Source: an optimization exercise on an open RTL-to-GDS flow (aim: small area, a short achievable clock period and few clock cycles). Production flows keep margins and buffers that such runs may drop. No run shown here included a check of the RTL's function; only the layout flow was run.

<file path="design/flow/design.v">
module aes_sbox (input wire [7:0] x, output wire [7:0] y);
    wire L0, L1, L2, L3, L4, L5, L6, L7, L8, L9, L10, L11, L12, L13, L14, L15, L16, L17, L18, L19, L20, L21, L22, L23, L24, L25, L26, L27, L28, L29, M1, M2, M3, M4, M5, M6, M7, M8, M9, M10, M11, M12, M13, M14, M15, M16, M17, M18, M19, M20, M21, M22, M23, M24, M25, M26, M27, M28, M29, M30, M31, M32, M33, M34, M35, M36, M37, M38, M39, M40, M41, M42, M43, M44, M45, M46, M47, M48, M49, M50, M51, M52, M53, M54, M55, M56, M57, M58, M59, M60, M61, M62, M63, T1, T2, T3, T4, T5, T6, T7, T8, T9, T10, T11, T12, T13, T14, T15, T16, T17, T18, T19, T20, T21, T22, T23, T24, T25, T26, T27;
    wire U0 = x[7], U1 = x[6], U2 = x[5], U3 = x[4], U4 = x[3], U5 = x[2], U6 = x[1], U7 = x[0];
    cm_xor2 g_T1 (.a(U0), .b(U3), .y(T1));
    cm_xor2 g_T2 (.a(U0), .b(U5), .y(T2));
    cm_xor2 g_T3 (.a(U0), .b(U6), .y(T3));
    cm_xor2 g_T4 (.a(U3), .b(U5), .y(T4));
    cm_xor2 g_T5 (.a(U4), .b(U6), .y(T5));
    cm_xor2 g_T6 (.a(T1), .b(T5), .y(T6));
    cm_xor2 g_T7 (.a(U1), .b(U2), .y(T7));
    cm_xor2 g_T8 (.a(U7), .b(T6), .y(T8));
    cm_xor2 g_T9 (.a(U7), .b(T7), .y(T9));
    cm_xor2 g_T10 (.a(T6), .b(T7), .y(T10));
    cm_xor2 g_T11 (.a(U1), .b(U5), .y(T11));
    cm_xor2 g_T12 (.a(U2), .b(U5), .y(T12));
    cm_xor2 g_T13 (.a(T3), .b(T4), .y(T13));
    cm_xor2 g_T14 (.a(T6), .b(T11), .y(T14));
    cm_xor2 g_T15 (.a(T5), .b(T11), .y(T15));
    cm_xor2 g_T16 (.a(T5), .b(T12), .y(T16));
    cm_xor2 g_T17 (.a(T9), .b(T16), .y(T17));
    cm_xor2 g_T18 (.a(U3), .b(U7), .y(T18));
    cm_xor2 g_T19 (.a(T7), .b(T18), .y(T19));
    cm_xor2 g_T20 (.a(T1), .b(T19), .y(T20));
    cm_xor2 g_T21 (.a(U6), .b(U7), .y(T21));
    cm_xor2 g_T22 (.a(T7), .b(T21), .y(T22));
    cm_xor2 g_T23 (.a(T2), .b(T22), .y(T23));
    cm_xor2 g_T24 (.a(T2), .b(T10), .y(T24));
    cm_xor2 g_T25 (.a(T20), .b(T17), .y(T25));
    cm_xor2 g_T26 (.a(T3), .b(T16), .y(T26));
    cm_xor2 g_T27 (.a(T1), .b(T12), .y(T27));
    cm_nand2 g_M1 (.a(T13), .b(T6), .y(M1));
    cm_nand2 g_M2 (.a(T23), .b(T8), .y(M2));
    cm_xnor2 g_M3 (.a(T14), .b(M1), .y(M3));
    cm_nand2 g_M4 (.a(T19), .b(U7), .y(M4));
    cm_xor2 g_M5 (.a(M4), .b(M1), .y(M5));
    cm_nand2 g_M6 (.a(T3), .b(T16), .y(M6));
    cm_nand2 g_M7 (.a(T22), .b(T9), .y(M7));
    cm_xnor2 g_M8 (.a(T26), .b(M6), .y(M8));
    cm_nand2 g_M9 (.a(T20), .b(T17), .y(M9));
    cm_xor2 g_M10 (.a(M9), .b(M6), .y(M10));
    cm_nand2 g_M11 (.a(T1), .b(T15), .y(M11));
    cm_nand2 g_M12 (.a(T4), .b(T27), .y(M12));
    cm_xor2 g_M13 (.a(M12), .b(M11), .y(M13));
    cm_nand2 g_M14 (.a(T2), .b(T10), .y(M14));
    cm_xor2 g_M15 (.a(M14), .b(M11), .y(M15));
    cm_xnor2 g_M16 (.a(M3), .b(M2), .y(M16));
    cm_xor2 g_M17 (.a(M5), .b(T24), .y(M17));
    cm_xnor2 g_M18 (.a(M8), .b(M7), .y(M18));
    cm_xor2 g_M19 (.a(M10), .b(M15), .y(M19));
    cm_xor2 g_M20 (.a(M16), .b(M13), .y(M20));
    cm_xor2 g_M21 (.a(M17), .b(M15), .y(M21));
    cm_xor2 g_M22 (.a(M18), .b(M13), .y(M22));
    cm_xor2 g_M23 (.a(M19), .b(T25), .y(M23));
    cm_xnor2 g_M24 (.a(M22), .b(M23), .y(M24));
    cm_nand2 g_M25 (.a(M22), .b(M20), .y(M25));
    cm_xor2 g_M26 (.a(M21), .b(M25), .y(M26));
    cm_xnor2 g_M27 (.a(M20), .b(M21), .y(M27));
    cm_xor2 g_M28 (.a(M23), .b(M25), .y(M28));
    cm_nor2 g_M29 (.a(M28), .b(M27), .y(M29));
    cm_nor2 g_M30 (.a(M26), .b(M24), .y(M30));
    cm_nand2 g_M31 (.a(M20), .b(M23), .y(M31));
    cm_nor2 g_M32 (.a(M27), .b(M31), .y(M32));
    cm_xor2 g_M33 (.a(M27), .b(M25), .y(M33));
    cm_nand2 g_M34 (.a(M21), .b(M22), .y(M34));
    cm_nor2 g_M35 (.a(M24), .b(M34), .y(M35));
    cm_xor2 g_M36 (.a(M24), .b(M25), .y(M36));
    cm_xor2 g_M37 (.a(M21), .b(M29), .y(M37));
    cm_xor2 g_M38 (.a(M32), .b(M33), .y(M38));
    cm_xor2 g_M39 (.a(M23), .b(M30), .y(M39));
    cm_xor2 g_M40 (.a(M35), .b(M36), .y(M40));
    cm_xor2 g_M41 (.a(M38), .b(M40), .y(M41));
    cm_xor2 g_M42 (.a(M37), .b(M39), .y(M42));
    cm_xor2 g_M43 (.a(M37), .b(M38), .y(M43));
    cm_xor2 g_M44 (.a(M39), .b(M40), .y(M44));
    cm_xor2 g_M45 (.a(M42), .b(M41), .y(M45));
    cm_nand2 g_M46 (.a(M44), .b(T6), .y(M46));
    cm_nand2 g_M47 (.a(M40), .b(T8), .y(M47));
    cm_nand2 g_M48 (.a(M39), .b(U7), .y(M48));
    cm_nand2 g_M49 (.a(M43), .b(T16), .y(M49));
    cm_nand2 g_M50 (.a(M38), .b(T9), .y(M50));
    cm_nand2 g_M51 (.a(M37), .b(T17), .y(M51));
    cm_nand2 g_M52 (.a(M42), .b(T15), .y(M52));
    cm_nand2 g_M53 (.a(M45), .b(T27), .y(M53));
    cm_nand2 g_M54 (.a(M41), .b(T10), .y(M54));
    cm_nand2 g_M55 (.a(M44), .b(T13), .y(M55));
    cm_nand2 g_M56 (.a(M40), .b(T23), .y(M56));
    cm_nand2 g_M57 (.a(M39), .b(T19), .y(M57));
    cm_nand2 g_M58 (.a(M43), .b(T3), .y(M58));
    cm_nand2 g_M59 (.a(M38), .b(T22), .y(M59));
    cm_nand2 g_M60 (.a(M37), .b(T20), .y(M60));
    cm_nand2 g_M61 (.a(M42), .b(T1), .y(M61));
    cm_nand2 g_M62 (.a(M45), .b(T4), .y(M62));
    cm_nand2 g_M63 (.a(M41), .b(T2), .y(M63));
    cm_xor2 g_L0 (.a(M61), .b(M62), .y(L0));
    cm_xor2 g_L1 (.a(M50), .b(M56), .y(L1));
    cm_xor2 g_L2 (.a(M46), .b(M48), .y(L2));
    cm_xor2 g_L3 (.a(M47), .b(M55), .y(L3));
    cm_xor2 g_L4 (.a(M54), .b(M58), .y(L4));
    cm_xor2 g_L5 (.a(M49), .b(M61), .y(L5));
    cm_xnor2 g_L6 (.a(M62), .b(L5), .y(L6));
    cm_xnor2 g_L7 (.a(M46), .b(L3), .y(L7));
    cm_xor2 g_L8 (.a(M51), .b(M59), .y(L8));
    cm_xor2 g_L9 (.a(M52), .b(M53), .y(L9));
    cm_xnor2 g_L10 (.a(M53), .b(L4), .y(L10));
    cm_xnor2 g_L11 (.a(M60), .b(L2), .y(L11));
    cm_xor2 g_L12 (.a(M48), .b(M51), .y(L12));
    cm_xnor2 g_L13 (.a(M50), .b(L0), .y(L13));
    cm_xor2 g_L14 (.a(M52), .b(M61), .y(L14));
    cm_xnor2 g_L15 (.a(M55), .b(L1), .y(L15));
    cm_xnor2 g_L16 (.a(M56), .b(L0), .y(L16));
    cm_xnor2 g_L17 (.a(M57), .b(L1), .y(L17));
    cm_xnor2 g_L18 (.a(M58), .b(L8), .y(L18));
    cm_xnor2 g_L19 (.a(M63), .b(L4), .y(L19));
    cm_xor2 g_L20 (.a(L0), .b(L1), .y(L20));
    cm_xor2 g_L21 (.a(L1), .b(L7), .y(L21));
    cm_xor2 g_L22 (.a(L3), .b(L12), .y(L22));
    cm_xor2 g_L23 (.a(L18), .b(L2), .y(L23));
    cm_xor2 g_L24 (.a(L15), .b(L9), .y(L24));
    cm_xor2 g_L25 (.a(L6), .b(L10), .y(L25));
    cm_xor2 g_L26 (.a(L7), .b(L9), .y(L26));
    cm_xor2 g_L27 (.a(L8), .b(L10), .y(L27));
    cm_xor2 g_L28 (.a(L11), .b(L14), .y(L28));
    cm_xor2 g_L29 (.a(L11), .b(L17), .y(L29));
    cm_xor2 g_S0 (.a(L6), .b(L24), .y(y[7]));
    cm_xnor2 g_S1 (.a(L16), .b(L26), .y(y[6]));
    cm_xnor2 g_S2 (.a(L19), .b(L28), .y(y[5]));
    cm_xor2 g_S3 (.a(L6), .b(L21), .y(y[4]));
    cm_xor2 g_S4 (.a(L20), .b(L22), .y(y[3]));
    cm_xor2 g_S5 (.a(L25), .b(L29), .y(y[2]));
    cm_xnor2 g_S6 (.a(L13), .b(L27), .y(y[1]));
    cm_xnor2 g_S7 (.a(L6), .b(L23), .y(y[0]));
endmodule
module cm_xor2 (input wire a, input wire b, output wire y);
    assign y = a ^ b;
endmodule
module cm_xnor2 (input wire a, input wire b, output wire y);
    assign y = ~(a ^ b);
endmodule
module cm_nand2 (input wire a, input wire b, output wire y);
    assign y = ~(a & b);
endmodule
module cm_nor2 (input wire a, input wire b, output wire y);
    assign y = ~(a | b);
endmodule
module aes_round (
    input  wire [127:0] state_in,
    output wire [127:0] shifted,      
    output wire [127:0] mixed         
);
    wire [127:0] sub;
    genvar i, j, b;
    generate
        for (i = 0; i < 16; i = i + 1) begin : g_sub
            aes_sbox u_sbox (.x(state_in[127 - 8*i -: 8]), .y(sub[127 - 8*i -: 8]));
        end
        for (i = 0; i < 16; i = i + 1) begin : g_shift
            assign shifted[127 - 8*i -: 8] = sub[127 - 8*(((i / 4 + i % 4) % 4) * 4 + i % 4) -: 8];
        end
        for (i = 0; i < 4; i = i + 1) begin : g_mix
            wire [7:0] a [0:3];
            wire [7:0] p [0:3];
            wire [7:0] x [0:3];
            wire [7:0] q [0:3];
            for (j = 0; j < 4; j = j + 1) begin : g_byte
                assign a[j] = shifted[127 - 32*i - 8*j -: 8];
            end
            for (j = 0; j < 4; j = j + 1) begin : g_col
                for (b = 0; b < 8; b = b + 1) begin : g_bit
                    cm_xor2 u_p (.a(a[j][b]), .b(a[(j + 1) % 4][b]), .y(p[j][b]));
                end
                assign x[j][7] = p[j][6];
                assign x[j][6] = p[j][5];
                assign x[j][5] = p[j][4];
                cm_xor2 u_x4 (.a(p[j][3]), .b(p[j][7]), .y(x[j][4]));
                cm_xor2 u_x3 (.a(p[j][2]), .b(p[j][7]), .y(x[j][3]));
                assign x[j][2] = p[j][1];
                cm_xor2 u_x1 (.a(p[j][0]), .b(p[j][7]), .y(x[j][1]));
                assign x[j][0] = p[j][7];
            end
            for (j = 0; j < 4; j = j + 1) begin : g_out
                for (b = 0; b < 8; b = b + 1) begin : g_bit
                    cm_xor2 u_q (.a(a[(j + 1) % 4][b]), .b(p[(j + 2) % 4][b]), .y(q[j][b]));
                    cm_xor2 u_o (.a(q[j][b]), .b(x[j][b]), .y(mixed[127 - 32*i - 8*j - (7 - b)]));
                end
            end
        end
    endgenerate
endmodule
module aes_key_step (
    input  wire [127:0] key_in,
    input  wire [7:0]   rcon,
    output wire [127:0] key_out
);
    wire [31:0] w0 = key_in[127:96];
    wire [31:0] w1 = key_in[95:64];
    wire [31:0] w2 = key_in[63:32];
    wire [31:0] w3 = key_in[31:0];
    wire [31:0] sw;
    aes_sbox u_s0 (.x(w3[23:16]), .y(sw[31:24]));
    aes_sbox u_s1 (.x(w3[15:8]),  .y(sw[23:16]));
    aes_sbox u_s2 (.x(w3[7:0]),   .y(sw[15:8]));
    aes_sbox u_s3 (.x(w3[31:24]), .y(sw[7:0]));
    wire [31:0] n0 = w0 ^ sw ^ {rcon, 24'd0};
    wire [31:0] n1 = w1 ^ n0;
    wire [31:0] n2 = w2 ^ n1;
    wire [31:0] n3 = w3 ^ n2;
    assign key_out = {n0, n1, n2, n3};
endmodule
module dsl_cmac (
    input  wire         clk,
    input  wire         rst_n,         
    input  wire         key_load,
    input  wire [127:0] key,
    input  wire         in_valid,
    output wire         in_ready,
    input  wire [31:0]  in_data,
    input  wire         in_last,
    input  wire [1:0]   in_nbytes,     
    output reg          tag_valid,
    output wire [127:0] tag
);
    reg  [127:0] key_r;         
    reg          kz;            
    reg  [127:0] k1;            
    reg  [127:0] aes_st;        
    reg  [127:0] rk;            
    reg  [3:0]   rnd;           
    reg          kinit;         
    reg          kmode;         
    reg          waitx;         
    reg          cur_last;      
    reg  [127:0] buf_w;
    reg  [1:0]   bcnt;          
    reg          bfull;         
    reg          bpad;          
    reg          bpad80;        
    reg          blast;         
    reg          bwhole;        
    reg          c_mix;         
    reg          c_shift;       
    reg          c_hold;        
    reg          c_rk;          
    reg          c_k0;          
    reg          c_buf;         
    reg          c_ks_key;      
    reg          c_ks_rk;       
    reg          c_kfin;        
    reg          c_kl;          
    reg  [7:0]   rcon;          
    assign in_ready = !bfull && !bpad;
    assign tag      = aes_st;
    wire take = in_valid && in_ready;
    wire [127:0] shifted, mixed;
    aes_round u_rd (.state_in(aes_st), .shifted(shifted), .mixed(mixed));
    wire [127:0] k2 = {k1[126:0], 1'b0} ^ (k1[127] ? 128'h87 : 128'h0);
    wire [127:0] bufop = buf_w ^ (blast ? (bwhole ? k1 : k2) : 128'h0);
    wire [127:0] opb = (c_rk ? rk : 128'h0) ^ (c_k0 ? key_r : 128'h0) ^
                       (c_buf ? bufop : 128'h0);
    wire [127:0] opa = (c_mix ? mixed : 128'h0) | (c_shift ? shifted : 128'h0) |
                       (c_hold ? aes_st : 128'h0);
    wire [127:0] st_next = opa ^ opb;
    wire [127:0] rk_next;
    wire [127:0] ks_in = (c_ks_key ? key_r : 128'h0) | (c_ks_rk ? rk : 128'h0);
    aes_key_step u_ks (.key_in(ks_in), .rcon(rcon), .key_out(rk_next));
    wire [127:0] l_dbl = {aes_st[126:0], 1'b0} ^ (aes_st[127] ? 128'h87 : 128'h0);
    wire fin     = c_shift;     
    wire running = c_rk;        
    wire load    = c_buf;       
    reg  [3:0] n_rnd;
    reg        n_kinit, n_kz, n_kmode, n_waitx, n_cur_last;
    reg  [1:0] n_bcnt;
    reg        n_bfull, n_bpad, n_bpad80, n_blast, n_bwhole;
    always @* begin
        n_kinit = key_load;
        n_kz    = key_load ? 1'b0 : kz;
        n_kmode = kinit ? 1'b1 : (fin ? 1'b0 : kmode);
        n_rnd   = !c_ks_rk ? 4'd1 : ((fin || !running) ? 4'd0 : rnd + 4'd1);
        n_cur_last = load ? blast : cur_last;
        n_waitx = (fin && !cur_last && !kmode && !bfull) ? 1'b1 : (load ? 1'b0 : waitx);
        n_bcnt   = bcnt;
        n_bfull  = bfull;
        n_bpad   = bpad;
        n_bpad80 = bpad80;
        n_blast  = blast;
        n_bwhole = bwhole;
        if (load) begin
            n_bfull = 1'b0;
            n_blast = 1'b0;
        end else if (take || bpad) begin
            n_bcnt = bcnt + 2'd1;
            if (bcnt == 2'd3) begin
                n_bfull = 1'b1;
                n_bpad  = 1'b0;
            end else if (take && in_last) begin
                n_bpad = 1'b1;
            end
            n_bpad80 = take && in_last && (in_nbytes == 2'd3);
            if (take && in_last) begin
                n_blast  = 1'b1;
                n_bwhole = (bcnt == 2'd3) && (in_nbytes == 2'd3);
            end
        end
        if (!rst_n) begin
            n_rnd = 4'd0;  n_kinit = 1'b1;  n_kz = 1'b1;  n_kmode = 1'b0;  n_waitx = 1'b0;
            n_cur_last = 1'b0;
            n_bcnt = 2'd0; n_bfull = 1'b0;  n_bpad = 1'b0;   n_bpad80 = 1'b0;
            n_blast = 1'b0; n_bwhole = 1'b0;
        end
    end
    wire n_fin     = (n_rnd == 4'd10) && !n_kinit;
    wire n_running = (n_rnd != 4'd0) && !n_kinit;
    wire n_ld_idle = !n_running && !n_kinit && n_bfull && !c_kfin;
    wire n_ld_fin  = n_fin && !n_cur_last && !n_kmode && n_bfull;
    wire n_load    = n_ld_idle || n_ld_fin;
    wire n_start   = n_load || n_kinit;
    reg  [7:0] n_rcon;
    always @* begin
        case (n_start ? 4'd1 : n_rnd + 4'd1)
            4'd1:  n_rcon = 8'h01;
            4'd2:  n_rcon = 8'h02;
            4'd3:  n_rcon = 8'h04;
            4'd4:  n_rcon = 8'h08;
            4'd5:  n_rcon = 8'h10;
            4'd6:  n_rcon = 8'h20;
            4'd7:  n_rcon = 8'h40;
            4'd8:  n_rcon = 8'h80;
            4'd9:  n_rcon = 8'h1b;
            4'd10: n_rcon = 8'h36;
            default: n_rcon = 8'h00;
        endcase
    end
    reg [31:0] wpad;            
    always @* begin
        wpad = in_data;
        if (bpad)
            wpad = {bpad80, 31'd0};
        else if (in_last) begin
            case (in_nbytes)
                2'd0: wpad = {in_data[31:24], 8'h80, 16'h0};
                2'd1: wpad = {in_data[31:16], 8'h80, 8'h0};
                2'd2: wpad = {in_data[31:8],  8'h80};
                default: wpad = in_data;
            endcase
        end
    end
    always @(posedge clk) begin
        if (take || bpad)
            buf_w <= {buf_w[95:0], wpad};
        aes_st <= st_next;
        rk     <= rk_next;
        if (c_kl)
            k1 <= l_dbl;
    end
    always @(posedge clk) begin
        rnd      <= n_rnd;
        kinit    <= n_kinit;
        kz       <= n_kz;
        kmode    <= n_kmode;
        waitx    <= n_waitx;
        cur_last <= n_cur_last;
        bcnt     <= n_bcnt;
        bfull    <= n_bfull;
        bpad     <= n_bpad;
        bpad80   <= n_bpad80;
        blast    <= n_blast;
        bwhole   <= n_bwhole;
        c_mix    <= n_running && !n_fin;
        c_shift  <= n_fin;
        c_hold   <= n_waitx && !n_kinit && !n_running;
        c_rk     <= n_running;
        c_k0     <= (n_kinit || n_load) && !n_kz;
        c_buf    <= n_load;
        c_ks_key <= n_start && !n_kz;
        c_ks_rk  <= !n_start;
        c_kfin   <= n_fin && n_kmode;
        c_kl     <= c_kfin && rst_n;
        rcon     <= n_rcon;
        if (key_load)
            key_r <= key;
        if (!rst_n)
            tag_valid <= 1'b0;
        else
            tag_valid <= fin && cur_last && !kmode;
    end
endmodule
</file>
<file path="design/flow/run.sh">
#!/bin/bash
# synth_recipe.tcl (not shown) runs the flow's synth.tcl, then flattens the netlist and writes it again
# the make line also repeats each setting of config.mk as NAME=value (left out here)
make -C /OpenROAD-flow-scripts/flow DESIGN_CONFIG=/design/flow/config.mk WORK_HOME=/design/flow/orfs CLKGATE_MAP_FILE= SYNTH_SCRIPT=/design/flow/synth_recipe.tcl finish
</file>
<file path="design/flow/config.mk">
export PLATFORM = sky130hd
export DESIGN_NAME = dsl_cmac
export DESIGN_NICKNAME = dsl_cmac
export VERILOG_FILES = /design/flow/design.v
export SDC_FILE = /design/flow/constraint.sdc
export NUM_CORES = 8
export LEC_CHECK = 0
export CAP_MARGIN = 40
export CORE_MARGIN = 2
export CORE_UTILIZATION = 50
export PLACE_DENSITY = 0.6
export SETUP_SLACK_MARGIN = 3
export SLEW_MARGIN = 30
export SYNTH_HIERARCHICAL = 1
export SYNTH_MINIMUM_KEEP_SIZE = 0
</file>
<file path="design/flow/constraint.sdc">
create_clock -name core_clock -period 10.0 [get_ports {clk}]
set_input_delay 2.0000 -clock core_clock [delete_from_list [all_inputs] [get_ports {clk}]]
set_output_delay 2.0000 -clock core_clock [all_outputs]
set_load 0.01 [all_outputs]
</file>
==> summary.txt, run 1 <==
Once the floorplan was initialized, standard cells occupied 50.5% of the core. For the number of design rule violations left after detail routing, the log shows 0. The detail route stage leaves a number of antenna-violating nets equal to 0. The clock tree synthesis step divided the H-tree into 3 levels. The count of pins over their slew limit is 0, and the clock edge transition at the registers on the reported setup and hold paths is 60 ps. The critical path goes through xor2_1, xor2_1, xor2_1, nand2_1, xor2_1, xor2_1, xor2_1, xnor2_1, nor2_1, xor2_1, xor2_1, nand2_1, xor2_1, xnor2_4, xor2_1, xor2_2, xor2_1, xor2_1, xor2_1, a222oi_1, xnor2_1, xnor2_1.

The total area inside the core boundary comes to 0.107 mm². Summed over all nets, wire length on met2 after detailed routing comes to 81,600 µm. During synthesis, Yosys emitted a total of 8 warnings. At the worst endpoint, the required time is 10,520 ps. For the final routed database, the setup TNS stands at 0 ps. For the final hold violation count, the log shows 0. The logs give 0.0630 mm² for the cell area after layout and 5 for the initial antenna violation count.

The first routing iteration left 4,011 violations. Row generation in the floorplan step produced 120 rows. Startpoint of the lowest-slack hold path: waitx.

In the final design database the tool counted 6,190 nets. In this run the worst hold path is classified as reg2reg. The filler cells instantiated in the layout total 9,471. Among all flip-flop cells after synthesis, the most frequent one is edfxtp_1. STA classifies the critical path startpoint as a flop. The global router's overall resource usage came out at 31.3%. Entering global routing, the biggest net connects 77 pins. After synthesis, flip-flops and latches occupy 32.1% of the total area. Cell with the most instances on the worst path: xor2_1. I/O pin count: 297. The number of global-route vias before repair is 38,818. Setup repair after global routing could not meet its margin everywhere. At the worst endpoint, the arrival time is 7350 ps. CTS placed an instance of clkbuf_16 at the clock tree root. The tools report the total wire length as 179,000 µm. The worst setup path is captured at a flop. The total CTS buffers came out at 78. The flow ran to the end and the layout has no timing, DRC or antenna violations. The final period utilization is 68.3%. Leaving out fill and tap cells, the most frequent cells in the layout are xor2_1 (2,085), nand2_1 (1,255), xnor2_1 (700), edfxtp_1 (384), clkdlybuf4s50_1 (295).

In this run the worst setup path begins at aes_st[80]. The count of distinct cell types in the synthesized netlist is 43, and the shortest clock period the worst path allows after layout is 6830 ps. The first TritonRoute pass finished after 10 iterations.

When the netlist entered floorplanning its net count stood at 5,959. For the number of hold buffers added after cts, the log shows 0. The run gives 0 as the max-capacitance violation count. After detailed routing, the number of vias per cell comes to 5.29. The critical path in this run is classified as reg2reg.

In the synthesized netlist, the number of instances is 5,783. For this run, asynchronously set or reset flops after synthesis account for 0%. The routed layout has 39,615 vias.

Setup violations remaining at the end of the flow were counted as 0. Proportion of layout cells with a drive suffix above 1: 8.40%. The number of flip-flops and latches in the synthesized netlist is 674.

Buffers placed on the I/O ports in this run total 296. Routed metal-1 wire length: 75,800 µm. TritonCTS built the clock tree. Once placement finished, the instance area stood at 0.0579 mm². The number of enable-type register cells in the synthesized netlist was 384; the clock network latency to the later pin of the worst-skew pair was 670 ps.

In this run the tightest slew margin relative to its limit is 35.2%. The tools report the total global routing overflow as 0. Averaged over all synthesized cells, the footprint is 9.34 µm².

The first global-routing pass estimated 256,000 µm of wire. The congestion estimate from routability-driven global placement came to 1.00. The transition at the pin with the smallest max-transition slack works out to 969 ps.

From bottom edge to top edge, the die measures 333 µm. Leading cell type in the layout, fill and taps excluded: xor2_1. The upper clock frequency limit is 0.146 GHz, and the worst clock skew on the final layout is 35.0 ps. The area growth from synthesis to layout is 16.7%. The cell area after technology mapping is 0.0540 mm². The cell with the biggest individual delay on the critical path was dfxtp_1.

Routed signal wires occupy layers up through met4. The number of sinks driven by the clock tree is 674. From left edge to right edge, the die measures 333 µm.

The worst reg2reg path startpoint is aes_st[80]. The die covers 0.111 mm². The routed length on met3 is 12,900 µm.

Along the worst path, the maximum fanout reaches 9. For this run, the slowest stage of the critical path takes 770 ps. The half-perimeter wire length of the detailed placement result was 144,000 µm; the routed length per placed instance was 23.9 µm. The tools report the clock tree buffer depth as 3.
[metal layers]
layer	vias up	track usage (%)
li1	18664	-
met1	19068	42.0
met2	1564	50.1
met3	319	4.97
met4	0	13.3
met5	-	0
[synth_stat cells (5+ instances only)]
| library cell | n | area, µm² |
|---|---|---|
| dfxtp_1 | 290 | 5810 |
| buf_2 | 14 | 70.1 |
| edfxtp_1 | 384 | 11500 |
| buf_4 | 126 | 946 |
| xnor2_1 | 748 | 6550 |
| nor2b_1 | 15 | 93.8 |
| xor2_1 | 2260 | 19800 |
| nor2_1 | 216 | 811 |
| ha_1 | 9 | 113 |
| nand2_1 | 1255 | 4710 |
| o21ai_0 | 7 | 35.0 |
| a222oi_1 | 128 | 1280 |
| nor3_1 | 5 | 25.0 |
| mux2i_1 | 127 | 1270 |
| a21oi_1 | 7 | 35.0 |
| and2_1 | 24 | 150 |
| buf_1 | 10 | 37.5 |
| clkbuf_1 | 105 | 394 |
| nand3_1 | 6 | 30.0 |
| inv_1 | 12 | 45.0 |
[per-module statistics from Yosys, one instance, submodules excluded, a selection]
module,flops+latches,cells inside
dsl_cmac,674,2616
cm_xor2,0,1
cm_xnor2,0,1
aes_key_step,0,175
cm_nor2,0,1
cm_nand2,0,1
[cells by family (layout without fill, tap and decap cells)]
| logic type | count (synthesis) | count (layout) | share of synthesized area (%) |
|---|---|---|---|
| XOR/XNOR | 3010 | 3010 | 48.8 |
| flip-flops | 674 | 674 | 32.1 |
| AND/OR/NAND/NOR | 1536 | 1536 | 11.0 |
| other | 0 | 1 | 0 |
| AO/OA/AOI/OAI | 157 | 157 | 2.71 |
| multiplexers | 128 | 128 | 2.37 |
| buffers and inverters | 269 | 566 | 2.78 |
| adder cells (fa/ha/maj) | 9 | 9 | 0.208 |
[worst max-delay path, delay by kind of cell (launching register included)]
family                    cells  cell delay, ps
and+or+nand+nor               3             480
DFF                           1             770
xor gates and xnor gates     18            4940
AOI/OAI and AO/OA             1             500
[stage by stage]
step / hold WS [ps] / setup WS [ps] / instances / utilization, %
2_1_floorplan: 410 / 4100 / 5783 / -
3_3_place_gp: 436 / 2420 / 7259 / 53.8
3_5_place_dp: 441 / 2580 / 7288 / 54.1
4_1_cts: 453 / 2970 / 7438 / 57.1
5_1_grt: 477 / 2900 / 7483 / 58.9
6_report: 457 / 3170 / 7484 / 58.9
[repair_timing]
action	4_1_cts	5_1_grt
pin swaps	1	18
buffers inserted	4	36
endpoints found under the setup margin	106	185
resized for setup	58	217
[final cells by class]
| type | instances | area (µm²) | share of cell area [%] |
|---|---|---|---|
| Multi-Input combinational cell | 4840 | 37100 | 58.8 |
| Sequential cell | 674 | 17400 | 27.6 |
| Tap cell | 1403 | 1760 | 2.79 |
| Clock inverter | 39 | 480 | 0.762 |
| Timing Repair Buffer | 406 | 4010 | 6.36 |
| Inverter | 14 | 57.6 | 0.0913 |
| Clock buffer | 107 | 2210 | 3.51 |
| Antenna cell | 1 | 2.50 | 0.00397 |
[state kept, by name (all words and copies together) (netlist names), 2 cells and up]
signal / count
aes_st: 128
bcnt: 2
buf_w: 128
k1: 128
key_r: 128
rcon: 8
rk: 128
rnd: 4
[worst paths after layout]
kind / slack [ps] / cells past startpoint / end
worst max register to register: 3170 / 22 / aes_st[106]
worst min register to register: 460 / 2 / waitx
worst min-delay path: 460 / 2 / waitx
worst max-delay path: 3170 / 22 / aes_st[106]
==> inputs of run 2 (changes only) <==
--- a/design/flow/config.mk
+++ b/design/flow/config.mk
@@ -9,5 +9,5 @@
 export CORE_MARGIN = 2
-export CORE_UTILIZATION = 50
-export PLACE_DENSITY = 0.6
-export SETUP_SLACK_MARGIN = 3
+export CORE_UTILIZATION = 30
+export PLACE_DENSITY = 0.45
+export SETUP_SLACK_MARGIN = 3.5
 export SLEW_MARGIN = 30
==> run 2 against run 1 <==
Against the previous run: still clean; global-route usage decreased by 10 points; clock skew decreased by 9.4 ps; register-to-register slack improved by 530 ps; critical path depth unchanged; worst hold slack got worse by 14 ps; worst setup slack improved by 530 ps; clock-buffer cell count increased by 3; final area increased by 10%; sequential cell count unchanged; die area increased by 66%.
==> summary.txt, run 2 <==
The flow ran to the end and the layout has no timing, DRC or antenna violations. Floorplan core area: 0.179 mm² (was 0.107 mm²). The tools report the H-tree depth as 3 (unchanged). The clock edge transition at the registers on the reported setup and hold paths works out to 60 ps (about the same). For the Yosys warning count, the log shows 8 (unchanged). Most area-consuming cells after synthesis: xor2_1 (37%), edfxtp_1 (21%), xnor2_1 (12%) (unchanged). The number of enable-type register cells in the synthesized netlist was 384 (unchanged); the I/O pin count was 297 (unchanged). For the relative slew slack, the log shows 30.9% (was 35.2%).

The logs give 3 (unchanged) for the clock tree buffer depth and 3700 ps (was 3170 ps) for the slack of the worst reg-to-reg path. The aggregate negative setup slack is 0 ps (unchanged), and the detailed-route via count is 39,891 (was 39,615). Leading cell types in the layout, fill and taps excluded: xor2_1 (1,800), nand2_1 (1,244), xnor2_1 (657), edfxtp_1 (384), xor2_2 (368) (was xor2_1 (2,085), nand2_1 (1,255), xnor2_1 (700), edfxtp_1 (384), clkdlybuf4s50_1 (295)).

The number of nets produced by synthesis is 5,959 (unchanged). The count of input and output buffers is 296 (unchanged), and the total CTS buffers is 84 (was 78).

The last weighted congestion value of the routability-driven placer is 0.921 (was 1.00). The CTS root buffer was clkbuf_16 (unchanged). Number of global-route vias before repair: 39,810 (was 38,818). TritonCTS built the clock tree. The run gives 25.6 ps (was 35.0 ps) as the worst clock skew on the final layout.

The highest net fanout along the worst path was 6 (was 9); the hold path depth was 1 (was 2). The most area-hungry cell type in the Yosys netlist was xor2_1 (unchanged).

The wire length of the first global-routing pass is 284,000 µm (was 256,000 µm), and the final period utilization is 63.0% (was 68.3%). The run gives 32.1% (unchanged) as the register area share after synthesis. The vertical die dimension is 428 µm (was 333 µm), and the area share of the largest cell type after synthesis is 36.6% (unchanged).

The number of hold buffers added after cts is 0 (unchanged). The count of pins over their slew limit came out at 0 (unchanged). The path category of the worst min-delay check is reg2reg (unchanged). The layout overhead on the synthesized area is 28.7% (was 16.7%). The run gives 6870 ps (was 7350 ps) as the endpoint arrival time on the critical path.

The tools report the iteration count of the initial detailed-routing pass as 9 (was 10). The tools report the number of design rule violations left after detail routing as 0 (unchanged). The run gives 674 (unchanged) as the number of sinks driven by the clock tree. Primary flip-flop cell chosen by synthesis mapping: edfxtp_1 (unchanged).

The transition at the pin with the smallest max-transition slack is 1030 ps (was 969 ps), and the global router's overall resource usage is 21.2% (was 31.3%). The critical path start-end classification was reg2reg (unchanged). Shortest clock period the worst path allows after layout: 6300 ps (was 6830 ps).

The count of distinct cell types in the synthesized netlist came out at 43 (unchanged). The clock network latency to the later pin of the worst-skew pair was 690 ps (was 670 ps); the max-capacitance violation count was 0 (unchanged). The remaining number of nets flagged by the antenna check after routing is 0 (unchanged).

The number of flip-flops and latches in the synthesized netlist works out to 674 (unchanged). For the cell area after layout, the log shows 0.0695 mm² (was 0.0630 mm²). Most common cell in the synthesized netlist: xor2_1 (unchanged). The routed length per placed instance came out at 23.5 µm (was 23.9 µm). The detailed router's first-iteration violation count was 3,394 (was 4,011).

Most instantiated cells after synthesis: xor2_1 (2,260), nand2_1 (1,255), xnor2_1 (748), edfxtp_1 (384), dfxtp_1 (290) (unchanged). Setup repair after global routing could not meet its margin everywhere. The maximum number of pins on one net before global-route repair is 70 (was 77).

The run gives 0 (unchanged) as the count of final setup violators. The total wire length is 202,000 µm (was 179,000 µm). The worst reg2reg path depth works out to 22 (unchanged). For the number of instances in the synthesized netlist, the log shows 5,783 (unchanged). The half-perimeter wire length of the detailed placement result was 162,000 µm (was 144,000 µm); the upper clock frequency limit was 0.159 GHz (was 0.146 GHz). The final net count is 6,379 (was 6,190), and the synthesized area per cell is 9.34 µm² (unchanged).

The total cell area at the placement stage came out at 0.0592 mm² (was 0.0579 mm²). The tools report the number of rows in the core area as 155 (was 120). The initial antenna violation count is 0 (was 5). The run gives 0 (unchanged) as the final hold violation count. The detail-routed via count per cell came out at 4.62 (was 5.29).

The leading cell type in the layout, fill and taps excluded was xor2_1 (unchanged). The run gives 30.2% (was 50.5%) as the starting utilization of the core area.

The total global routing overflow was 0 (unchanged); the fraction of synthesis flops using an asynchronous set or reset pin was 0% (unchanged). The die outline area was 0.183 mm² (was 0.111 mm²). The startpoint type of the worst setup path is a flop (unchanged). The proportion of layout cells with a drive suffix above 1 works out to 18.0% (was 8.40%). The cell area after technology mapping is 0.0540 mm² (unchanged), and the die width is 428 µm (was 333 µm). Required time reported for the critical path endpoint: 10,570 ps (was 10,520 ps). Sort of element at the end of the critical path: a flop (unchanged).
==> run 2: changes by cell type in the layout (fill, tap and decap cells not counted), moves of 11 or more <==
cell and change:
xnor2_4 +12, nand2_2 +11, dfxtp_1 -83, xnor2_2 +31, xor2_2 +207, xor2_1 -285, xor2_4 +78, nand2_1 -11
xnor2_1 -43, dfxtp_4 +31, dfxtp_2 +52, buf_4 +179
==> run 2: Yosys stat by module, one instance, submodules excluded, excerpt <==
module / times used / flip-flops and latches
cm_xor2: 1912 / 0
dsl_cmac: 1 / 674
aes_key_step: 1 / 0
cm_nor2: 80 / 0
cm_xnor2: 400 / 0
cm_nand2: 600 / 0
==> run 2: logic make-up after synthesis <==
| family | share of synthesized area, % |
|---|---|
| compound gates | 2.71 |
| mux | 2.37 |
| buf+inv | 2.78 |
| fa+ha+maj | 0.208 |
| flops | 32.1 |
| simple gates | 11.0 |
| xor+xnor | 48.8 |
==> run 2: final cells by class <==
class	instances	area [µm²]
antenna	1	2.50
fill	17673	109000
sequential	674	17600
timing repair buffer	589	5420
inverter	14	57.6
clock buffer	110	2310
tap	2355	2950
multi-input combinational	4840	40600
clock inverter	47	577
==> run 2: worst paths after layout <==
kind / endpoint / from
worst max register to register: aes_st[114] / aes_st[1]
worst min register to register: tag_valid / kmode
worst min-delay path: tag_valid / kmode
worst max-delay path: aes_st[114] / aes_st[1]
==> run 2: through the flow <==
stage               hold slack, ps  cells  util [%]  worst slack [ps]
floorplan                      410   5783         -              4100
global placement               445   8220      32.9              2250
detailed placement             438   8257      33.2              2510
CTS                            447   8471      36.3              3440
global route                   460   8629      38.9              3350
finish                         443   8630      38.9              3700
==> run 2: routing by layer <==
layer  vias to the layer above  share of wire [%]  track usage [%]
met5                         -                  0                0
met4                         0                4.8             8.46
met3                       258                4.0             2.23
met2                      1049                 47             35.6
met1                     19750                 44             27.8
li1                      18834                  -                -
==> run 2: what timing repair did <==
action / CTS / global route
gates resized for setup: 344 / 480
setup endpoints to repair: 240 / 221
pin swaps: 34 / 140
setup buffers: 57 / 152
==> run 2: worst max-delay path: stages (launching register included) <==
cell and delay [ps]:
dfxtp_4 470, xor2_4 320, xor2_4 290, xor2_2 220, nand2_1 120, xor2_2 270
xor2_1 290, xor2_2 270, xnor2_2 180, xor2_1 250, xor2_2 300, xor2_2 260
xor2_1 210, nand2_1 210, xnor2_4 300, xor2_1 260, xor2_2 350, xor2_1 310
xor2_1 200, xor2_1 100, a222oi_1 650, xnor2_1 180, xnor2_1 160
==> inputs of run 3 (changes only) <==
==> design/flow/flow/run.sh (new file) <==
#!/bin/bash
set -eu -o pipefail
bash standard.sh synth > synth.log 2>&1
bash standard.sh "BUFFER_PORTS_ARGS=-buffer_cell sky130_fd_sc_hd__buf_1" finish > layout.log 2>&1
==> design/flow/standard.sh (new file) <==
#!/bin/bash
# synth_recipe.tcl (not shown) runs the flow's synth.tcl, then flattens the netlist and writes it again
# the make line also repeats each setting of config.mk as NAME=value (left out here)
make -C /OpenROAD-flow-scripts/flow DESIGN_CONFIG=/design/flow/config.mk WORK_HOME=/design/flow/orfs CLKGATE_MAP_FILE= SYNTH_SCRIPT=/design/flow/synth_recipe.tcl "${@:-finish}"
--- a/design/flow/config.mk
+++ b/design/flow/config.mk
@@ -11,3 +11,3 @@
 export PLACE_DENSITY = 0.45
-export SETUP_SLACK_MARGIN = 3.5
+export SETUP_SLACK_MARGIN = 3
 export SLEW_MARGIN = 30
removed: design/flow/run.sh
==> run 3 against run 2 <==
Against the previous run: first-iteration DRC count fell by 4.6%; synthesized area did not move; global-route usage fell by 0.22 points; worst hold slack got worse by 8.1 ps; maximum frequency fell by 8.2%; non-clock buffer count fell by 162; die area did not move; critical path depth did not move; via count fell by 1.2%.
==> summary.txt, run 3 <==
The flow ran to the end and the layout has no timing, DRC or antenna violations. The worst reg2reg path depth came out at 22 (unchanged).

The highest net fanout along the worst path was 6 (unchanged); the required time reported for the critical path endpoint was 10,600 ps (was 10,570 ps). The routed length per placed instance was 23.7 µm (was 23.5 µm). Setup repair after global routing could not meet its margin everywhere.

The logs give 32.1% (unchanged) for the register area share after synthesis and 25.2% (was 30.9%) for the relative slew slack. The tools report the CTS root buffer as clkbuf_16 (unchanged). The most area-hungry cell type in the Yosys netlist is xor2_1 (unchanged). The initial antenna violation count is 1 (was 0). Largest delay contributor family on the critical path: XOR/XNOR gates (unchanged). The final hold violation count is 0 (unchanged). Most area-consuming cells after synthesis: xor2_1 (37%), edfxtp_1 (21%), xnor2_1 (12%) (unchanged).

The count of pins over their slew limit is 0 (unchanged), and the detailed router's first-iteration violation count is 3,238 (was 3,394). The half-perimeter wire length of the detailed placement result is 161,000 µm (was 162,000 µm). The wire length of the first global-routing pass was 281,000 µm (was 284,000 µm). The sort of element at the end of the critical path is a flop (unchanged). The aggregate negative setup slack was 0 ps (unchanged). The vertical die dimension came out at 428 µm (unchanged).

The final standard cell utilization of the core came out at 35.1% (was 38.9%). The tools report the number of hold buffers added after cts as 0 (unchanged). Count of input and output buffers: 296 (unchanged).

The area share of the largest cell type after synthesis works out to 36.6% (unchanged). Critical path, cell by cell: xor2_2, xor2_2, xor2_1, nand2_1, xor2_1, xor2_1, xor2_2, xnor2_1, xor2_1, xor2_1, xor2_1, nand2_1, xor2_1, xnor2_1, xor2_1, xor2_1, xor2_1, xor2_1, xor2_1, a222oi_1, xnor2_1, xnor2_1 (was xor2_4, xor2_4, xor2_2, nand2_1, xor2_2, xor2_1, xor2_2, xnor2_2, xor2_1, xor2_2, xor2_2, xor2_1, nand2_1, xnor2_4, xor2_1, xor2_2, xor2_1, xor2_1, xor2_1, a222oi_1, xnor2_1, xnor2_1). The remaining number of nets flagged by the antenna check after routing came out at 0 (unchanged). The transition at the pin with the smallest max-transition slack was 1120 ps (was 1030 ps); the upper clock frequency limit was 0.146 GHz (was 0.159 GHz). Number of sinks driven by the clock tree: 674 (unchanged). The critical path start-end classification is reg2reg (unchanged). The die width was 428 µm (unchanged); the number of enable-type register cells in the synthesized netlist was 384 (unchanged).

Worst clock skew on the final layout: 37.8 ps (was 25.6 ps). Primary flip-flop cell chosen by synthesis mapping: edfxtp_1 (unchanged). Leading cell types in the layout, fill and taps excluded: xor2_1 (2,074), nand2_1 (1,255), xnor2_1 (696), edfxtp_1 (384), buf_1 (294) (was xor2_1 (1,800), nand2_1 (1,244), xnor2_1 (657), edfxtp_1 (384), xor2_2 (368)). The clock network latency to the later pin of the worst-skew pair was 710 ps (was 690 ps); the fraction of synthesis flops using an asynchronous set or reset pin was 0% (unchanged). Die outline area: 0.183 mm² (unchanged). Floorplan core area: 0.179 mm² (unchanged). The proportion of layout cells with a drive suffix above 1 is 9.24% (was 18.0%). The tools report the number of global-route vias before repair as 38,960 (was 39,810). Cell with the biggest individual delay on the critical path: xor2_1 (was a222oi_1).

The number of diodes came out at 0 (was 1). Path category of the worst min-delay check: reg2reg (unchanged). The total CTS buffers is 84 (unchanged).

The maximum number of pins on one net before global-route repair was 129 (was 70). The cell with the most instances on the worst path is xor2_1 (unchanged). The startpoint of the lowest-slack hold path is aes_st[73] (was kmode). The logs give 3 (unchanged) for the clock tree buffer depth and 0 (unchanged) for the total global routing overflow. The destination of the worst hold path is k1[74] (was tag_valid).

The starting utilization of the core area came out at 30.2% (unchanged). The count of distinct cell types in the synthesized netlist is 43 (unchanged), and the number of nets produced by synthesis is 5,959 (unchanged). The number of instances in the synthesized netlist came out at 5,783 (unchanged). The final period utilization is 68.7% (was 63.0%), and the number of rows in the core area is 155 (unchanged).

The startpoint type of the worst setup path was a flop (unchanged). The shortest clock period the worst path allows after layout is 6870 ps (was 6300 ps). The leading cell type in the layout, fill and taps excluded was xor2_1 (unchanged). The number of buffers and inverters on the critical path is 0 (unchanged), and the Yosys warning count is 8 (unchanged).

For the cell area after technology mapping, the log shows 0.0540 mm² (unchanged). The layout overhead on the synthesized area is 16.1% (was 28.7%). For the count of final setup violators, the log shows 0 (unchanged). The endpoint arrival time on the critical path is 7470 ps (was 6870 ps). The tools report the slack of the worst reg-to-reg path as 3130 ps (was 3700 ps).

The total wire length was 201,000 µm (was 202,000 µm). The synthesized area per cell is 9.34 µm² (unchanged), and the number of flip-flops and latches in the synthesized netlist is 674 (unchanged). The I/O pin count was 297 (unchanged). The hold path depth came out at 0 (was 1).

The H-tree depth is 3 (unchanged). The worst reg2reg path startpoint is aes_st[15] (was aes_st[1]). The detail-routed via count per cell is 4.65 (was 4.62). The number of design rule violations left after detail routing is 0 (unchanged).

The final net count is 6,217 (was 6,379), and the global router's overall resource usage is 21.0% (was 21.2%). Most common cell in the synthesized netlist: xor2_1 (unchanged). TritonCTS built the clock tree. The detailed-route via count is 39,408 (was 39,891). The max-capacitance violation count is 0 (unchanged). The endpoint of the lowest-slack register-to-register path is aes_st[68] (was aes_st[114]). Clock edge transition at the registers on the reported setup and hold paths: 60 ps (about the same). Most instantiated cells after synthesis: xor2_1 (2,260), nand2_1 (1,255), xnor2_1 (748), edfxtp_1 (384), dfxtp_1 (290) (unchanged).

The last weighted congestion value of the routability-driven placer is 0.936 (was 0.921). Biggest cell delay along the critical path: 730 ps (was 650 ps). Iteration count of the initial detailed-routing pass: 11 (was 9).
[run 3: layout make-up]
class                           count  area (µm²)
Fill cell                       18385      116000
Inverter                           14        57.6
Sequential cell                   674       17400
Clock buffer                      123        2380
Tap cell                         2355        2950
Clock inverter                     35         394
Timing Repair Buffer              427        2250
Multi-Input combinational cell   4840       37200
[run 3: per-module statistics from Yosys, one instance, submodules excluded, a selection]
module | cells | flops+latches
cm_nor2 | 1 | 0
cm_xnor2 | 1 | 0
aes_key_step | 175 | 0
cm_nand2 | 1 | 0
dsl_cmac | 2616 | 674
cm_xor2 | 1 | 0
[run 3: logic make-up after synthesis]
kind of cell,synth area share (%)
buf+inv,2.78
xor+xnor,48.8
simple gates,11.0
mux,2.37
fa+ha+maj,0.208
flops,32.1
compound gates,2.71
[run 3: worst max path at each step]
stage                      startpoint          to  depth (start not counted)
after global routing       aes_st[15]  aes_st[68]                         22
after floorplan           aes_st[127]  aes_st[97]                         22
final                      aes_st[15]  aes_st[68]                         22
after CTS                 aes_st[105]  aes_st[44]                         22
after detailed placement  aes_st[111]  aes_st[44]                         22
after global placement    aes_st[111]  aes_st[44]                         22
[run 3: worst register-to-register path: cells and delay by family, from the launching register on]
kind	cells	cell delay [ps]
AO/OA/AOI/OAI	1	430
XOR/XNOR	19	5560
AND/OR/NAND/NOR	2	240
flip-flops	1	550
[run 3: what timing repair did]
item                                   4_1_cts  5_1_grt
gates resized for setup                     73      238
setup endpoints to repair                  145      194
endpoints found under the hold margin        0        0
buffers inserted                             4       45
pin swaps                                    4       24
[run 3: per-stage QoR]
step	area, µm²	std cells	hold slack [ps]	worst slack [ps]
6_report	62700	8468	435	3130
5_1_grt	62700	8468	438	2820
4_1_cts	60700	8418	432	2940
3_5_place_dp	57300	8256	418	2270
3_3_place_gp	57000	8219	421	2250
2_1_floorplan	54000	5783	410	4100
[run 3: routing by layer]
layer,GRT usage [%],routed length (µm),vias to the layer above
met1,27.5,88000,19322
met3,2.45,8960,251
met5,0,0,-
met2,34.9,93600,1097
li1,-,-,18738
met4,8.95,10200,0
==> inputs of run 4 (changes only) <==
--- a/design/flow/design.v
+++ b/design/flow/design.v
@@ -222,3 +222,2 @@
     reg  [127:0] key_r;         
-    reg          kz;            
     reg  [127:0] k1;            
@@ -238,13 +237,2 @@
     reg          bwhole;        
-    reg          c_mix;         
-    reg          c_shift;       
-    reg          c_hold;        
-    reg          c_rk;          
-    reg          c_k0;          
-    reg          c_buf;         
-    reg          c_ks_key;      
-    reg          c_ks_rk;       
-    reg          c_kfin;        
-    reg          c_kl;          
-    reg  [7:0]   rcon;          
     assign in_ready = !bfull && !bpad;
@@ -252,2 +240,8 @@
     wire take = in_valid && in_ready;
+    wire fin     = (rnd == 4'd10) && !kinit;
+    wire running = (rnd != 4'd0) && !kinit;
+    wire ld_idle = !running && !kinit && bfull;                   
+    wire ld_fin  = fin && !cur_last && !kmode && bfull;           
+    wire load    = ld_idle || ld_fin;
+    wire start   = load || kinit;                                 
     wire [127:0] shifted, mixed;
@@ -256,77 +250,35 @@
     wire [127:0] bufop = buf_w ^ (blast ? (bwhole ? k1 : k2) : 128'h0);
-    wire [127:0] opb = (c_rk ? rk : 128'h0) ^ (c_k0 ? key_r : 128'h0) ^
-                       (c_buf ? bufop : 128'h0);
-    wire [127:0] opa = (c_mix ? mixed : 128'h0) | (c_shift ? shifted : 128'h0) |
-                       (c_hold ? aes_st : 128'h0);
-    wire [127:0] st_next = opa ^ opb;
-    wire [127:0] rk_next;
-    wire [127:0] ks_in = (c_ks_key ? key_r : 128'h0) | (c_ks_rk ? rk : 128'h0);
-    aes_key_step u_ks (.key_in(ks_in), .rcon(rcon), .key_out(rk_next));
-    wire [127:0] l_dbl = {aes_st[126:0], 1'b0} ^ (aes_st[127] ? 128'h87 : 128'h0);
-    wire fin     = c_shift;     
-    wire running = c_rk;        
-    wire load    = c_buf;       
-    reg  [3:0] n_rnd;
-    reg        n_kinit, n_kz, n_kmode, n_waitx, n_cur_last;
-    reg  [1:0] n_bcnt;
-    reg        n_bfull, n_bpad, n_bpad80, n_blast, n_bwhole;
+    wire use_rk  = running;
+    wire use_k0  = kinit || load;
+    wire use_buf = load;
+    wire [127:0] opb = (use_rk ? rk : 128'h0) ^ (use_k0 ? key_r : 128'h0) ^
+                       (use_buf ? bufop : 128'h0);
+    reg [127:0] opa;
     always @* begin
-        n_kinit = key_load;
-        n_kz    = key_load ? 1'b0 : kz;
-        n_kmode = kinit ? 1'b1 : (fin ? 1'b0 : kmode);
-        n_rnd   = !c_ks_rk ? 4'd1 : ((fin || !running) ? 4'd0 : rnd + 4'd1);
-        n_cur_last = load ? blast : cur_last;
-        n_waitx = (fin && !cur_last && !kmode && !bfull) ? 1'b1 : (load ? 1'b0 : waitx);
-        n_bcnt   = bcnt;
-        n_bfull  = bfull;
-        n_bpad   = bpad;
-        n_bpad80 = bpad80;
-        n_blast  = blast;
-        n_bwhole = bwhole;
-        if (load) begin
-            n_bfull = 1'b0;
-            n_blast = 1'b0;
-        end else if (take || bpad) begin
-            n_bcnt = bcnt + 2'd1;
-            if (bcnt == 2'd3) begin
-                n_bfull = 1'b1;
-                n_bpad  = 1'b0;
-            end else if (take && in_last) begin
-                n_bpad = 1'b1;
-            end
-            n_bpad80 = take && in_last && (in_nbytes == 2'd3);
-            if (take && in_last) begin
-                n_blast  = 1'b1;
-                n_bwhole = (bcnt == 2'd3) && (in_nbytes == 2'd3);
-            end
-        end
-        if (!rst_n) begin
-            n_rnd = 4'd0;  n_kinit = 1'b1;  n_kz = 1'b1;  n_kmode = 1'b0;  n_waitx = 1'b0;
-            n_cur_last = 1'b0;
-            n_bcnt = 2'd0; n_bfull = 1'b0;  n_bpad = 1'b0;   n_bpad80 = 1'b0;
-            n_blast = 1'b0; n_bwhole = 1'b0;
-        end
+        if (running && !fin)      opa = mixed;
+        else if (fin)             opa = shifted;
+        else if (waitx && !kinit) opa = aes_st;
+        else                      opa = 128'h0;
     end
-    wire n_fin     = (n_rnd == 4'd10) && !n_kinit;
-    wire n_running = (n_rnd != 4'd0) && !n_kinit;
-    wire n_ld_idle = !n_running && !n_kinit && n_bfull && !c_kfin;
-    wire n_ld_fin  = n_fin && !n_cur_last && !n_kmode && n_bfull;
-    wire n_load    = n_ld_idle || n_ld_fin;
-    wire n_start   = n_load || n_kinit;
-    reg  [7:0] n_rcon;
+    wire [127:0] st_next = opa ^ opb;
+    reg [7:0] rcon;
+    wire [3:0] rnext = start ? 4'd1 : rnd + 4'd1;
     always @* begin
-        case (n_start ? 4'd1 : n_rnd + 4'd1)
-            4'd1:  n_rcon = 8'h01;
-            4'd2:  n_rcon = 8'h02;
-            4'd3:  n_rcon = 8'h04;
-            4'd4:  n_rcon = 8'h08;
-            4'd5:  n_rcon = 8'h10;
-            4'd6:  n_rcon = 8'h20;
-            4'd7:  n_rcon = 8'h40;
-            4'd8:  n_rcon = 8'h80;
-            4'd9:  n_rcon = 8'h1b;
-            4'd10: n_rcon = 8'h36;
-            default: n_rcon = 8'h00;
+        case (rnext)
+            4'd1:  rcon = 8'h01;
+            4'd2:  rcon = 8'h02;
+            4'd3:  rcon = 8'h04;
+            4'd4:  rcon = 8'h08;
+            4'd5:  rcon = 8'h10;
+            4'd6:  rcon = 8'h20;
+            4'd7:  rcon = 8'h40;
+            4'd8:  rcon = 8'h80;
+            4'd9:  rcon = 8'h1b;
+            4'd10: rcon = 8'h36;
+            default: rcon = 8'h00;
         endcase
     end
+    wire [127:0] rk_next;
+    aes_key_step u_ks (.key_in(start ? key_r : rk), .rcon(rcon), .key_out(rk_next));
+    wire [127:0] l_dbl = {st_next[126:0], 1'b0} ^ (st_next[127] ? 128'h87 : 128'h0);
     reg [31:0] wpad;            
@@ -345,8 +297,11 @@
     end
+    wire shift = take || bpad;
     always @(posedge clk) begin
-        if (take || bpad)
+        if (shift)
             buf_w <= {buf_w[95:0], wpad};
+    end
+    always @(posedge clk) begin
         aes_st <= st_next;
         rk     <= rk_next;
-        if (c_kl)
+        if (kmode && fin)
             k1 <= l_dbl;
@@ -354,31 +309,56 @@
     always @(posedge clk) begin
-        rnd      <= n_rnd;
-        kinit    <= n_kinit;
-        kz       <= n_kz;
-        kmode    <= n_kmode;
-        waitx    <= n_waitx;
-        cur_last <= n_cur_last;
-        bcnt     <= n_bcnt;
-        bfull    <= n_bfull;
-        bpad     <= n_bpad;
-        bpad80   <= n_bpad80;
-        blast    <= n_blast;
-        bwhole   <= n_bwhole;
-        c_mix    <= n_running && !n_fin;
-        c_shift  <= n_fin;
-        c_hold   <= n_waitx && !n_kinit && !n_running;
-        c_rk     <= n_running;
-        c_k0     <= (n_kinit || n_load) && !n_kz;
-        c_buf    <= n_load;
-        c_ks_key <= n_start && !n_kz;
-        c_ks_rk  <= !n_start;
-        c_kfin   <= n_fin && n_kmode;
-        c_kl     <= c_kfin && rst_n;
-        rcon     <= n_rcon;
-        if (key_load)
-            key_r <= key;
-        if (!rst_n)
+        if (!rst_n) begin
+            key_r     <= 128'd0;
+            rnd       <= 4'd0;
+            kinit     <= 1'b1;       
+            kmode     <= 1'b0;
+            waitx     <= 1'b0;
+            cur_last  <= 1'b0;
+            bcnt      <= 2'd0;
+            bfull     <= 1'b0;
+            bpad      <= 1'b0;
+            bpad80    <= 1'b0;
+            blast     <= 1'b0;
+            bwhole    <= 1'b0;
             tag_valid <= 1'b0;
-        else
+        end else begin
             tag_valid <= fin && cur_last && !kmode;
+            kinit     <= 1'b0;
+            if (key_load) begin
+                key_r <= key;
+                kinit <= 1'b1;
+            end
+            if (kinit)
+                kmode <= 1'b1;
+            else if (fin)
+                kmode <= 1'b0;
+            if (start) begin
+                rnd <= 4'd1;
+                if (load) cur_last <= blast;
+            end else if (fin || !running)
+                rnd <= 4'd0;
+            else
+                rnd <= rnd + 4'd1;
+            if (fin && !cur_last && !kmode && !bfull)
+                waitx <= 1'b1;
+            else if (load)
+                waitx <= 1'b0;
+            if (load) begin
+                bfull <= 1'b0;
+                blast <= 1'b0;
+            end else if (shift) begin
+                bcnt <= bcnt + 2'd1;
+                if (bcnt == 2'd3) begin
+                    bfull <= 1'b1;
+                    bpad  <= 1'b0;
+                end else if (take && in_last) begin
+                    bpad <= 1'b1;
+                end
+                bpad80 <= take && in_last && (in_nbytes == 2'd3);
+                if (take && in_last) begin
+                    blast  <= 1'b1;
+                    bwhole <= (bcnt == 2'd3) && (in_nbytes == 2'd3);
+                end
+            end
+        end
     end
==> design/flow/run.sh (new file) <==
#!/bin/bash
# synth_recipe.tcl (not shown) runs the flow's synth.tcl, then flattens the netlist and writes it again
# the make line also repeats each setting of config.mk as NAME=value (left out here)
make -C /OpenROAD-flow-scripts/flow DESIGN_CONFIG=/design/flow/config.mk WORK_HOME=/design/flow/orfs CLKGATE_MAP_FILE= SYNTH_SCRIPT=/design/flow/synth_recipe.tcl finish
--- a/design/flow/config.mk
+++ b/design/flow/config.mk
@@ -11,3 +11,2 @@
 export PLACE_DENSITY = 0.45
-export SETUP_SLACK_MARGIN = 3
 export SLEW_MARGIN = 30
removed: design/flow/flow/run.sh
removed: design/flow/standard.sh
==> run 4 against run 3 <==
Against the previous run: still clean; maximum frequency down 18%; utilization up 0.13 points; final area is 1.7% higher; largest cell class unchanged.
==> summary.txt, run 4 <==
The startpoint type of the worst setup path was a flop (unchanged). The endpoint arrival time on the critical path was 8970 ps (was 7470 ps); the remaining number of nets flagged by the antenna check after routing was 0 (unchanged). The floorplan core area was 0.181 mm² (was 0.179 mm²).

The cell with the biggest individual delay on the critical path was xnor2_1 (was xor2_1). The logs give 3,162 (was 3,238) for the detailed router's first-iteration violation count and 0.0157 mm² (was 0.0174 mm²) for the register area. Global router's overall resource usage: 23.2% (was 21.0%).

The biggest cell delay along the critical path is 710 ps (was 730 ps), and the vertical die dimension is 431 µm (was 428 µm). Wire length of the first global-routing pass: 311,000 µm (was 281,000 µm). The critical path start-end classification is reg2reg (unchanged).

The primary flip-flop cell chosen by synthesis mapping was dfxtp_1 (was edfxtp_1). The highest net fanout along the worst path works out to 35 (was 6). The register area share after synthesis was 28.7% (was 32.1%). The quantity of gates resized following cts was 0 (was 73).

The number of global-route vias before repair was 41,961 (was 38,960). The fill cell instance count of the final layout was 18,623 (was 18,385); the routed length per placed instance was 25.1 µm (was 23.7 µm). The count of input and output buffers is 296 (unchanged), and the number of design rule violations left after detail routing is 0 (unchanged). The number of enable-type register cells in the synthesized netlist is 256 (was 384), and the detail-routed via count per cell is 4.74 (was 4.65). The tools report the sort of element at the end of the critical path as a flop (unchanged). The area share of the largest cell type after synthesis was 32.2% (was 36.6%). The tools report the footprint of the multi-input gates as 0.0382 mm² (was 0.0372 mm²).

Critical path, cell by cell: inv_1, ha_1, and4bb_4, a211o_4, nand2_1, nand2_1, xor2_1, xor2_1, xor2_1, nand2_1, xor2_1, xor2_1, xor2_1, xnor2_1, xor2_1, xor2_1, xor2_1, xor2_1, nand2_1, xnor2_1, xor2_1, xor2_1, xnor2_1, xor2_1 (was xor2_2, xor2_2, xor2_1, nand2_1, xor2_1, xor2_1, xor2_2, xnor2_1, xor2_1, xor2_1, xor2_1, nand2_1, xor2_1, xnor2_1, xor2_1, xor2_1, xor2_1, xor2_1, xor2_1, a222oi_1, xnor2_1, xnor2_1). The final period utilization is 84.2% (was 68.7%). The fraction of synthesis flops using an asynchronous set or reset pin came out at 0% (unchanged). The number of flip-flops and latches in the synthesized netlist is 656 (was 674).

The run finished with no timing, DRC or antenna violations. The iteration count of the initial detailed-routing pass was 5 (was 11). The most common cell in the synthesized netlist was xor2_1 (unchanged). The max-capacitance violation count is 0 (unchanged), and the aggregate negative setup slack is 0 ps (unchanged). The die outline area came out at 0.186 mm² (was 0.183 mm²). The CTS root buffer is clkbuf_16 (unchanged).

The shortest clock period the worst path allows after layout was 8420 ps (was 6870 ps). Path category of the worst min-delay check: reg2reg (unchanged). The run gives 182,000 µm (was 161,000 µm) as the half-perimeter wire length of the detailed placement result. The most area-hungry cell type in the Yosys netlist is xor2_1 (unchanged). The starting utilization of the core area was 30.2% (about the same); the total CTS buffers was 83 (was 84). The transition at the pin with the smallest max-transition slack was 992 ps (was 1120 ps); the I/O pin count was 297 (unchanged).

The required time reported for the critical path endpoint was 10,550 ps (was 10,600 ps); the clock tree buffer depth was 3 (unchanged). For the upper clock frequency limit, the log shows 0.119 GHz (was 0.146 GHz). The final hold violation count is 0 (unchanged).

The layout overhead on the synthesized area is 16.6% (was 16.1%), and the count of pins over their slew limit is 0 (unchanged). The relative slew slack is 33.4% (was 25.2%).

For the Yosys warning count, the log shows 8 (unchanged). The leading cell type in the layout, fill and taps excluded is xor2_1 (unchanged). The cell area after technology mapping is 0.0547 mm² (was 0.0540 mm²), and the total global routing overflow is 0 (unchanged).

The logs give 66.2 ps (was 37.8 ps) for the worst clock skew on the final layout and 740 ps (was 710 ps) for the clock network latency to the later pin of the worst-skew pair. Buffer count from post-CTS setup fixing: 0 (was 4). For the number of hold buffers added after cts, the log shows 0 (unchanged). The clock edge transition at the registers on the reported setup and hold paths is 60 ps (about the same).

Most instantiated cells after synthesis: xor2_1 (2,008), nand2_1 (1,116), xnor2_1 (967), dfxtp_1 (400), nor2_1 (348) (was xor2_1 (2,260), nand2_1 (1,255), xnor2_1 (748), edfxtp_1 (384), dfxtp_1 (290)). The number of rows in the core area was 156 (was 155); the synthesized area per cell was 9.00 µm² (was 9.34 µm²). The number of nets produced by synthesis is 6,253 (was 5,959). The last weighted congestion value of the routability-driven placer is 0.933 (was 0.936).
run 4: cell types whose count changed in the layout (fill, tap and decap cells not counted), moves of 153 or more:
cell / previous run / this run
buf_1: 294 / 0
clkdlybuf4s50_1: 0 / 294
xnor2_1: 696 / 963
dfxtp_1: 228 / 399
xor2_2: 167 / 5
mux2i_1: 127 / 280
run 4: cell families (layout without fill, tap and decap cells):
kind of cell / after synthesis / after routing / share of synthesized area [%]
compound gates: 296 / 296 / 4.08
xor+xnor: 2980 / 2980 / 47.8
fa+ha+maj: 8 / 8 / 0.183
buf+inv: 190 / 546 / 1.61
flops: 656 / 656 / 28.7
mux: 281 / 281 / 5.14
other cells: 0 / 3 / 0
simple gates: 1667 / 1667 / 12.5
run 4: Yosys stat by module, one instance, submodules excluded, excerpt:
module	cell area (µm²)	copies in the design
cm_nor2	3.75	80
cm_nand2	3.75	600
dsl_cmac	30300	1
aes_key_step	1550	1
cm_xor2	8.76	1912
cm_xnor2	8.76	400
run 4: critical path: cells and delay by family (launching register included):
| kind | cells | cell delay (ps) |
|---|---|---|
| xor gates and xnor gates | 16 | 5610 |
| and+or+nand+nor | 5 | 1370 |
| buffers and inverters | 1 | 110 |
| DFF | 1 | 340 |
| adders and majority gates | 1 | 270 |
| AOI/OAI and AO/OA | 1 | 500 |
run 4: cell type report:
class,count,share of cell area (%)
Multi-Input combinational cell,5232,60.0
Clock inverter,44,0.920
Timing Repair Buffer,379,5.97
Clock buffer,112,3.78
Inverter,11,0.0687
Antenna cell,3,0.0118
Tap cell,2370,4.65
Sequential cell,656,24.6
run 4: path summary, 6_finish.rpt:
| path | start | slack (ps) | end | depth (start not counted) |
|---|---|---|---|---|
| hold / removal | bcnt[1] | 470 | bcnt[1] | 2 |
| setup reg to reg | rnd[0] | 1580 | rk[7] | 24 |
| hold reg to reg | bcnt[1] | 470 | bcnt[1] | 2 |
| setup / recovery | rnd[0] | 1580 | rk[7] | 24 |
run 4: per-stage QoR:
step / area, µm² / worst slack [ps] / hold WS (ps) / cells / utilization, %
after CTS: 63700 / 1540 / 473 / 8799 / 35.2
after global placement: 60300 / 1610 / 449 / 8618 / 33.3
final: 63800 / 1580 / 469 / 8807 / 35.2
after detailed placement: 60700 / 1620 / 458 / 8643 / 33.6
after floorplan: 54700 / 3330 / 432 / 6078 / -
after global routing: 63800 / 1020 / 496 / 8805 / 35.2
run 4: per-layer routing:
layer	vias to the layer above	share of wire, %	GRT usage [%]
li1	20003	-	-
met1	20264	44	30.9
met2	1208	46	38.4
met3	281	4.9	2.39
met4	2	4.4	9.55
met5	-	0.0059	0

## static timing again, ports no longer ideal
No port has a modelled driver above. Below, the same layouts with a new extraction and two added sets of constraints.
Step 1, drivers: a clkbuf_16 drives clk and a buf_2 each remaining input, both assumed.
Step 2 times the ports against the registers' clock, not the clock port: input delays grow and output delays shrink by t, the midpoint of the rising clock arrivals with the driver on.
Slacks: ideal ports / drivers / drivers and shift; pairs: ideal ports / drivers.
run | t (ns) | setup WS [ns] | pins driven straight from the clock port
run 1 | 0.726 | 3.170 / 3.170 / 3.170 | 1
run 2 | 0.757 | 3.697 / 3.697 / 3.697 | 1
run 3 | 0.768 | 3.130 / 3.130 / 3.130 | 1
run 4 | 0.782 | 1.582 / 1.582 / 1.582 | 1
After both steps setup and hold are still met in every run listed.
